What follows belongs to an exercise in optimizing a design on an open flow for small area, a short achievable clock period and few clock cycles per item; a production flow would make more cautious choices. Function was checked by simulation only, so behaviour that the tests miss may differ from the original.

==> inputs of v27 <==
==> flow/design.v (excerpt) <==
module gra_mac (
    input  wire         clk,
    input  wire         rst,
    input  wire         start,
    input  wire [6:0]   nwords,      
    input  wire [255:0] key,
    input  wire [63:0]  ctr,
    output wire         ready,
    input  wire         in_valid,
    input  wire [31:0]  in_data,
    output wire         in_ready,
    output wire         done,
    output wire [127:0] mac
);
clock: 10.0 ns
lec_check: 0
cap_margin: 20
core_margin: 2
core_utilization: 40
setup_slack_margin: 5
slew_margin: 20
synth_hierarchical: 1
standard.sh (not shown) runs the stock make flow with config.mk's settings and CLKGATE_MAP_FILE= SYNTH_SCRIPT=/design/flow/synth_recipe.tcl, a recipe that flattens the netlist after the stock synthesis.
==> flow/flow/run.sh <==
#!/bin/bash
set -euo pipefail
export BUFFER_PORTS_ARGS="-buffer_cell sky130_fd_sc_hd__buf_1"
export CTS_ARGS="-sink_clustering_enable -repair_clock_nets -dont_use_dummy_load -buf_list {sky130_fd_sc_hd__clkbuf_4 sky130_fd_sc_hd__clkbuf_8}"
sed -e 's/SETUP_SLACK_MARGIN=5/SETUP_SLACK_MARGIN=5.5/' standard.sh > standard_custom.sh
grep -q 'SETUP_SLACK_MARGIN=5.5' standard_custom.sh
bash standard_custom.sh > flow.log 2>&1
==> v38 (differences from v27) <==
Settings changed: ABC_AREA set to 1, CORE_UTILIZATION 40 to 50, TNS_END_PERCENT set to 10.
==> comparison <==
v38 went through all stages and came out clean. v27 completed with no timing, DRC or antenna violations.
In v38 the design area is lower than in v27, by 0.91%.
Worst setup slack: v27 is worse than v38 (470 ps).
Between v27 and v38, the lower via count is in v27 (gap 10%, measured against v38).
In v38 the global-route usage is higher than in v27, by 8.6 points.
Between v27 and v38, the lower critical path depth is in v27 (gap 3).
Of v38 and v27, v38 has the higher clock-buffer cell count (gap 4).
Against v27, the first-iteration DRC count of v38 is higher by about 20%.
Clock skew: v38 is higher than v27 (11 ps).
Between v27 and v38, the lower die area is in v38 (gap about 22%, measured against v38).
Testbench counts of v27, summed over its fixed seeds: cycles 102,088, items 320.
Testbench counts of v38, summed over its fixed seeds: cycles 102,088, items 320.

---

==> inputs of trial 38 <==
gra_mac again, from the RTL that the note above started with.
==> flow/config.mk <==
export PLATFORM = sky130hd
export DESIGN_NAME = gra_mac
export DESIGN_NICKNAME = gra_mac
export VERILOG_FILES = /design/flow/design.v
export SDC_FILE = /design/flow/constraint.sdc
export NUM_CORES = 4
export LEC_CHECK = 0
export ABC_AREA = 1
export CAP_MARGIN = 20
export CORE_MARGIN = 2
export CORE_UTILIZATION = 40
export SETUP_SLACK_MARGIN = 5
export SLEW_MARGIN = 20
export SYNTH_HIERARCHICAL = 1
==> flow/constraint.sdc <==
create_clock -name core_clock -period 10.0 [get_ports {clk}]
set_input_delay 2.0000 -clock core_clock [delete_from_list [all_inputs] [get_ports {clk}]]
set_output_delay 2.0000 -clock core_clock [all_outputs]
set_load 0.01 [all_outputs]
==> flow/flow/run.sh <==
#!/bin/bash
set -euo pipefail
export BUFFER_PORTS_ARGS="-buffer_cell sky130_fd_sc_hd__buf_1"
export CTS_ARGS="-sink_clustering_enable -repair_clock_nets -dont_use_dummy_load -buf_list {sky130_fd_sc_hd__clkbuf_4 sky130_fd_sc_hd__clkbuf_8}"
sed -e 's/SETUP_SLACK_MARGIN=5/SETUP_SLACK_MARGIN=5.75/' standard.sh > standard_custom.sh
grep -q 'SETUP_SLACK_MARGIN=5.75' standard_custom.sh
bash standard_custom.sh > flow.log 2>&1
==> inputs of build 20, as changes to trial 38 <==
==> flow/flow/run.sh (replaced) <==
#!/bin/bash
set -euo pipefail
export BUFFER_PORTS_ARGS="-buffer_cell sky130_fd_sc_hd__buf_1"
export CTS_ARGS="-sink_clustering_enable -repair_clock_nets -dont_use_dummy_load"
sed -e 's/SETUP_SLACK_MARGIN=5/SETUP_SLACK_MARGIN=5.5/' standard.sh > standard_custom.sh
grep -q 'SETUP_SLACK_MARGIN=5.5' standard_custom.sh
bash standard_custom.sh > flow.log 2>&1
==> notes <==
Trial 38 produced a clean layout. Build 20 completed with no timing, DRC or antenna violations. Non-clock buffer count: build 20 is lower than trial 38 (116). Cell area: trial 38 is larger than build 20 (about 4%). Between trial 38 and build 20, the lower fmax is in build 20 (gap about 5%, measured against build 20). Against trial 38, the via count of build 20 is lower by 3.6%.
Testbench counts of trial 38, summed over its fixed seeds: cycles 102,088, items 320.
Testbench counts of build 20, summed over its fixed seeds: cycles 102,088, items 320.

---

==> branch violet <==
gra_mac, a different RTL version from the one above (not shown whole).
make LEC_CHECK=0 ABC_AREA=1 CAP_MARGIN=20 CORE_MARGIN=2 CORE_UTILIZATION=40 SETUP_SLACK_MARGIN=5 SLEW_MARGIN=20 SYNTH_HIERARCHICAL=1 finish   # period 10.0 ns
run.sh (not shown) runs the stock make flow with config.mk's settings and CLKGATE_MAP_FILE= SYNTH_SCRIPT=/design/flow/synth_recipe.tcl, a recipe that flattens the netlist after the stock synthesis.
Stock flow here: none of the scripts above is used.
==> branch nickel: changes against branch violet <==
--- a/flow/design.v
+++ b/flow/design.v
@@ -41,34 +41,14 @@
         input [31:0] x;
         ssig0 = rotr(x, 7) ^ rotr(x, 18) ^ (x >> 3);
     endfunction
     function [31:0] ssig1;
         input [31:0] x;
         ssig1 = rotr(x, 17) ^ rotr(x, 19) ^ (x >> 10);
     endfunction
-    function [31:0] bkadd;
-        input [31:0] u, v;
-        reg   [31:0] gg, pp;
-        integer i, l;
-        begin
-            gg = u & v;
-            pp = u ^ v;
-            for (l = 1; l < 32; l = l * 2)
-                for (i = 2*l - 1; i < 32; i = i + 2*l) begin
-                    gg[i] = gg[i] | (pp[i] & gg[i-l]);
-                    pp[i] = pp[i] & pp[i-l];
-                end
-            for (l = 8; l >= 1; l = l / 2)
-                for (i = 3*l - 1; i < 32; i = i + 2*l) begin
-                    gg[i] = gg[i] | (pp[i] & gg[i-l]);
-                    pp[i] = pp[i] & pp[i-l];
-                end
-            bkadd = u ^ v ^ {gg[30:0], 1'b0};
-        end
-    endfunction
     function [1:0] kfun;
         input [7:0] s;
         input [5:0] r;
         input       op;
         begin
             kfun = 2'd0;
             if (s[S_RND]) begin
@@ -165,27 +145,30 @@
     wire        r62      = in_rnd && (rc == 6'd63);
     wire        r63      = in_rnd && rc0;
     wire        early    = in_rnd && !rc0 && (rc <= 6'd13);
     wire        feed, newfeed, f_key, f_opad, f_ih;
     wire [3:0]  slot;
     assign {feed, newfeed, slot, f_key, f_opad, f_ih} = fsel(st, rc, outer, keyblk, fin_blk, is_last, slot_r);
     wire [4:0]  have     = newfeed ? 5'd0 : have_r;
+    reg  [1:0]  ksel;         
+    wire [31:0] hv_ar   = hv[ksel];
+    wire [31:0] hv_er   = hv[{1'b1, ksel}];
     wire [31:0] len_bits = 32'd768 + {20'd0, nwords, 5'd0};
     wire [31:0] pad      = f_opad ? 32'h5c5c5c5c : 32'h36363636;
     wire        rem_pos  = !rem[7] && (rem != 8'd0);
     reg  [31:0] src_word;
     reg         src_in;       
     always @(*) begin
         src_word = 32'd0;
         src_in   = 1'b0;
         if (f_key) begin
             src_word = pad;
             if (!slot[3]) src_word = bswap(key[32*slot[2:0] +: 32]) ^ pad;
         end else if (f_ih) begin
-            if (!slot[3])            src_word = hv[slot[2:0]];
+            if (!slot[3])            src_word = slot[2] ? hv_er : hv_ar;
             else if (slot == 4'd8)   src_word = 32'h80000000;
             else if (slot == 4'd15)  src_word = 32'd768;
         end else begin
             if (rem_pos) begin
                 src_word = bswap(in_data);
                 src_in   = 1'b1;
             end else if (rem == 8'd0)               src_word = bswap(ctr[31:0]);
@@ -220,20 +203,21 @@
         case (k)
             2'd0: begin iv_a = IV[255:224]; iv_e = IV[127:96]; end
             2'd1: begin iv_a = IV[223:192]; iv_e = IV[95:64];  end
             2'd2: begin iv_a = IV[191:160]; iv_e = IV[63:32];  end
             default: begin iv_a = IV[159:128]; iv_e = IV[31:0]; end
         endcase
     end
-    wire [31:0] hv_a    = ff_iv ? iv_a : hv[k];
-    wire [31:0] hv_e    = ff_iv ? iv_e : hv[{1'b1, k}];
+    wire [31:0] hv_a    = ff_iv ? iv_a : hv_ar;
+    wire [31:0] hv_e    = ff_iv ? iv_e : hv_er;
     wire [31:0] st_a    = rot ? d : (in_init ? 32'd0 : a);
     wire [31:0] st_e    = rot ? h : (in_init ? 32'd0 : e);
-    wire [31:0] sum_a   = bkadd(hv_a, st_a);
-    wire [31:0] sum_e   = bkadd(hv_e, st_e);
+    wire [31:0] sum_a, sum_e;
+    gra_mac_add32 u_ffa (.x(hv_a), .y(st_a), .s(sum_a));
+    gra_mac_add32 u_ffe (.x(hv_e), .y(st_e), .s(sum_e));
     wire        ld_iv   = in_init && keyblk;
     wire [31:0] ld1     = ld_iv ? IV[223:192] : hv[1];
     wire [31:0] ld2     = ld_iv ? IV[191:160] : hv[2];
     wire [31:0] ld3     = ld_iv ? IV[159:128] : hv[3];
     wire [31:0] ld5     = ld_iv ? IV[95:64]   : hv[5];
     wire [31:0] ld6     = ld_iv ? IV[63:32]   : hv[6];
     wire [31:0] ld7     = ld_iv ? IV[31:0]    : hv[7];
@@ -389,14 +373,15 @@
                 2'b11:   wk_n = 2'd1;
                 default: wk_n = 2'd0;
             endcase
         end
     end
     always @(posedge clk) begin
         k          <= k_n;
+        ksel       <= (feed_n && f_ih_n) ? fslot_n[1:0] : k_n;
         rot        <= rot_n;
         ff_iv      <= rot_n || keyblk_n;
         ff_wr      <= ffwr_n;
         h3_wr      <= h3wr_n;
         wk         <= wk_n;
         st         <= st_n;
         rc         <= rc_n;
@@ -446,14 +431,34 @@
     assign e_new = x2 + y2;
     assign a_new = u3 + v3;
 endmodule
 module gra_mac_sched (
     input  wire [31:0] w0, w1, w9, w14,
     output wire [31:0] w_new
 );
+    function [31:0] bkadd;
+        input [31:0] u, v;
+        reg   [31:0] gg, pp;
+        integer i, l;
+        begin
+            gg = u & v;
+            pp = u ^ v;
+            for (l = 1; l < 32; l = l * 2)
+                for (i = 2*l - 1; i < 32; i = i + 2*l) begin
+                    gg[i] = gg[i] | (pp[i] & gg[i-l]);
+                    pp[i] = pp[i] & pp[i-l];
+                end
+            for (l = 8; l >= 1; l = l / 2)
+                for (i = 3*l - 1; i < 32; i = i + 2*l) begin
+                    gg[i] = gg[i] | (pp[i] & gg[i-l]);
+                    pp[i] = pp[i] & pp[i-l];
+                end
+            bkadd = u ^ v ^ {gg[30:0], 1'b0};
+        end
+    endfunction
     function [31:0] rotr;
         input [31:0] x;
         input integer n;
         rotr = (x >> n) | (x << (32 - n));
     endfunction
     function [31:0] ssig0;
         input [31:0] x;
@@ -465,21 +470,41 @@
     endfunction
     wire [31:0] wq0   = ssig0(w1);
     wire [31:0] wq1   = ssig1(w14);
     wire [31:0] wx1   = w0 ^ w9 ^ wq0;
     wire [31:0] wy1   = {(w0[30:0] & w9[30:0]) | (w0[30:0] & wq0[30:0]) | (w9[30:0] & wq0[30:0]), 1'b0};
     wire [31:0] wx2   = wx1 ^ wy1 ^ wq1;
     wire [31:0] wy2   = {(wx1[30:0] & wy1[30:0]) | (wx1[30:0] & wq1[30:0]) | (wy1[30:0] & wq1[30:0]), 1'b0};
-    assign w_new = wx2 + wy2;
+    assign w_new = bkadd(wx2, wy2);
 endmodule
 module gra_mac_pnext (
     input  wire [5:0]  rc,
     input  wire [31:0] hnext, w14,
     output wire [31:0] p_new
 );
+    function [31:0] bkadd;
+        input [31:0] u, v;
+        reg   [31:0] gg, pp;
+        integer i, l;
+        begin
+            gg = u & v;
+            pp = u ^ v;
+            for (l = 1; l < 32; l = l * 2)
+                for (i = 2*l - 1; i < 32; i = i + 2*l) begin
+                    gg[i] = gg[i] | (pp[i] & gg[i-l]);
+                    pp[i] = pp[i] & pp[i-l];
+                end
+            for (l = 8; l >= 1; l = l / 2)
+                for (i = 3*l - 1; i < 32; i = i + 2*l) begin
+                    gg[i] = gg[i] | (pp[i] & gg[i-l]);
+                    pp[i] = pp[i] & pp[i-l];
+                end
+            bkadd = u ^ v ^ {gg[30:0], 1'b0};
+        end
+    endfunction
     function [31:0] kconst;
         input [5:0] i;
         case (i)
             6'd0: kconst = 32'h428a2f98;
             6'd1: kconst = 32'h71374491;
             6'd2: kconst = 32'hb5c0fbcf;
             6'd3: kconst = 32'he9b5dba5;
@@ -544,9 +569,35 @@
             6'd62: kconst = 32'hbef9a3f7;
             6'd63: kconst = 32'hc67178f2;
         endcase
     endfunction
     wire [31:0] kval  = kconst(rc);
     wire [31:0] px    = hnext ^ kval ^ w14;
     wire [31:0] py    = {(hnext[30:0] & kval[30:0]) | (hnext[30:0] & w14[30:0]) | (kval[30:0] & w14[30:0]), 1'b0};
-    assign p_new = px + py;
+    assign p_new = bkadd(px, py);
+endmodule
+module gra_mac_add32 (
+    input  wire [31:0] x, y,
+    output wire [31:0] s
+);
+    function [31:0] bkadd;
+        input [31:0] u, v;
+        reg   [31:0] gg, pp;
+        integer i, l;
+        begin
+            gg = u & v;
+            pp = u ^ v;
+            for (l = 1; l < 32; l = l * 2)
+                for (i = 2*l - 1; i < 32; i = i + 2*l) begin
+                    gg[i] = gg[i] | (pp[i] & gg[i-l]);
+                    pp[i] = pp[i] & pp[i-l];
+                end
+            for (l = 8; l >= 1; l = l / 2)
+                for (i = 3*l - 1; i < 32; i = i + 2*l) begin
+                    gg[i] = gg[i] | (pp[i] & gg[i-l]);
+                    pp[i] = pp[i] & pp[i-l];
+                end
+            bkadd = u ^ v ^ {gg[30:0], 1'b0};
+        end
+    endfunction
+    assign s = bkadd(x, y);
 endmodule
==> flow/flow/run.sh (new file) <==
#!/bin/bash
set -euo pipefail
export BUFFER_PORTS_ARGS="-buffer_cell sky130_fd_sc_hd__buf_1"
export CTS_ARGS="-sink_clustering_enable -repair_clock_nets -dont_use_dummy_load"
sed -e 's/SETUP_SLACK_MARGIN=5/SETUP_SLACK_MARGIN=5.5/' standard.sh > standard_custom.sh
grep -q 'SETUP_SLACK_MARGIN=5.5' standard_custom.sh
bash standard_custom.sh > flow.log 2>&1
==> flow/standard.sh (new file) <==
#!/bin/bash
# synth_recipe.tcl (not shown) runs the flow's synth.tcl, then flattens the netlist and writes it again
# the make line also repeats each setting of config.mk as NAME=value (left out here)
make -C /OpenROAD-flow-scripts/flow DESIGN_CONFIG=/design/flow/config.mk WORK_HOME=/design/flow/orfs CLKGATE_MAP_FILE= SYNTH_SCRIPT=/design/flow/synth_recipe.tcl "${@:-finish}"
removed: flow/run.sh
==> summary.txt <==
item                                                          branch violet     branch nickel
Run status                                 no timing/DRC/antenna violations  no timing/DRC/antenna violations
Number of placement rows                                                145               142
Die width                                                            401 µm            392 µm
Post-route cell area                                             0.0756 mm²        0.0692 mm²
Time the final worst path needs with I/O delays and setup           4.93 ns           4.51 ns
Area taken by multi-input logic gates                            0.0332 mm²        0.0313 mm²
Worst hold margin                                                  0.307 ns          0.296 ns
Met2 layer wire length in the routed design                       130000 µm         114000 µm
Reg-to-reg critical path startpoint                            e[3]$_DFF_P_     rc[0]$_DFF_P_
Peak clock frequency supported by timing                            203 MHz           222 MHz
Number of multi-input logic gates                                      5228              4460
Xor/xnor share of the synthesized area                                5.16%             5.43%
Critical path peak fanout                                                 4                 6
Number of register bits inferred by synthesis                          1102              1104
Part of the Yosys area used for sequential elements                   39.0%             41.0%
Count of clock-net buffers in the final layout                          155               112
Cells resized by post-CTS repair                                         83               208
Number of buffers inserted by post-CTS setup repair                      29                23
Global routing usage on met1                                          52.9%             49.8%
Multi-input gate share of total cell area                             43.9%             45.3%
Number of warning messages in the yosys log                              12                13
Worst hold start                                           w[4][23]$_DFF_P_  w[2][10]$_DFF_P_
Testbench counts of branch violet, summed over its fixed seeds: cycles 102,088, items 320.
Testbench counts of branch nickel, summed over its fixed seeds: cycles 102,088, items 320.

## static timing again, ports no longer ideal
The results above use ideal ports. As a check the final layouts listed here were re-extracted and re-timed, cells and wires unchanged.
Step 1 assumes that a clkbuf_16 drives the clock port and a buf_2 every other input.
Step 2 moves the port delays by t, midway between the first and last clock arrival at a register: inputs arrive t later, outputs are due t later. That takes back most of the time a late clock gives input paths.
a / b / c = ideal ports / drivers / drivers and shift; a / b = the first two.
run	t (ns)	setup WS [ns]	worst hold slack (ns)	worst register clock-pin slew, ns
v27	0.945	4.990 / 4.990 / 4.990	0.279 / 0.279 / 0.279	0.07 / 0.07
v38	0.971	5.456 / 5.456 / 5.456	0.264 / 0.264 / 0.264	0.07 / 0.07
trial 38	0.971	5.534 / 5.534 / 5.534	0.241 / 0.241 / 0.241	0.07 / 0.07
build 20	0.794	5.312 / 5.312 / 5.312	0.298 / 0.298 / 0.298	0.07 / 0.07
branch violet	0.844	5.065 / 5.065 / 5.065	0.307 / 0.307 / 0.307	0.07 / 0.07
branch nickel	0.788	5.488 / 5.488 / 5.488	0.296 / 0.296 / 0.296	0.07 / 0.07
After both steps setup and hold are still met in every run listed.
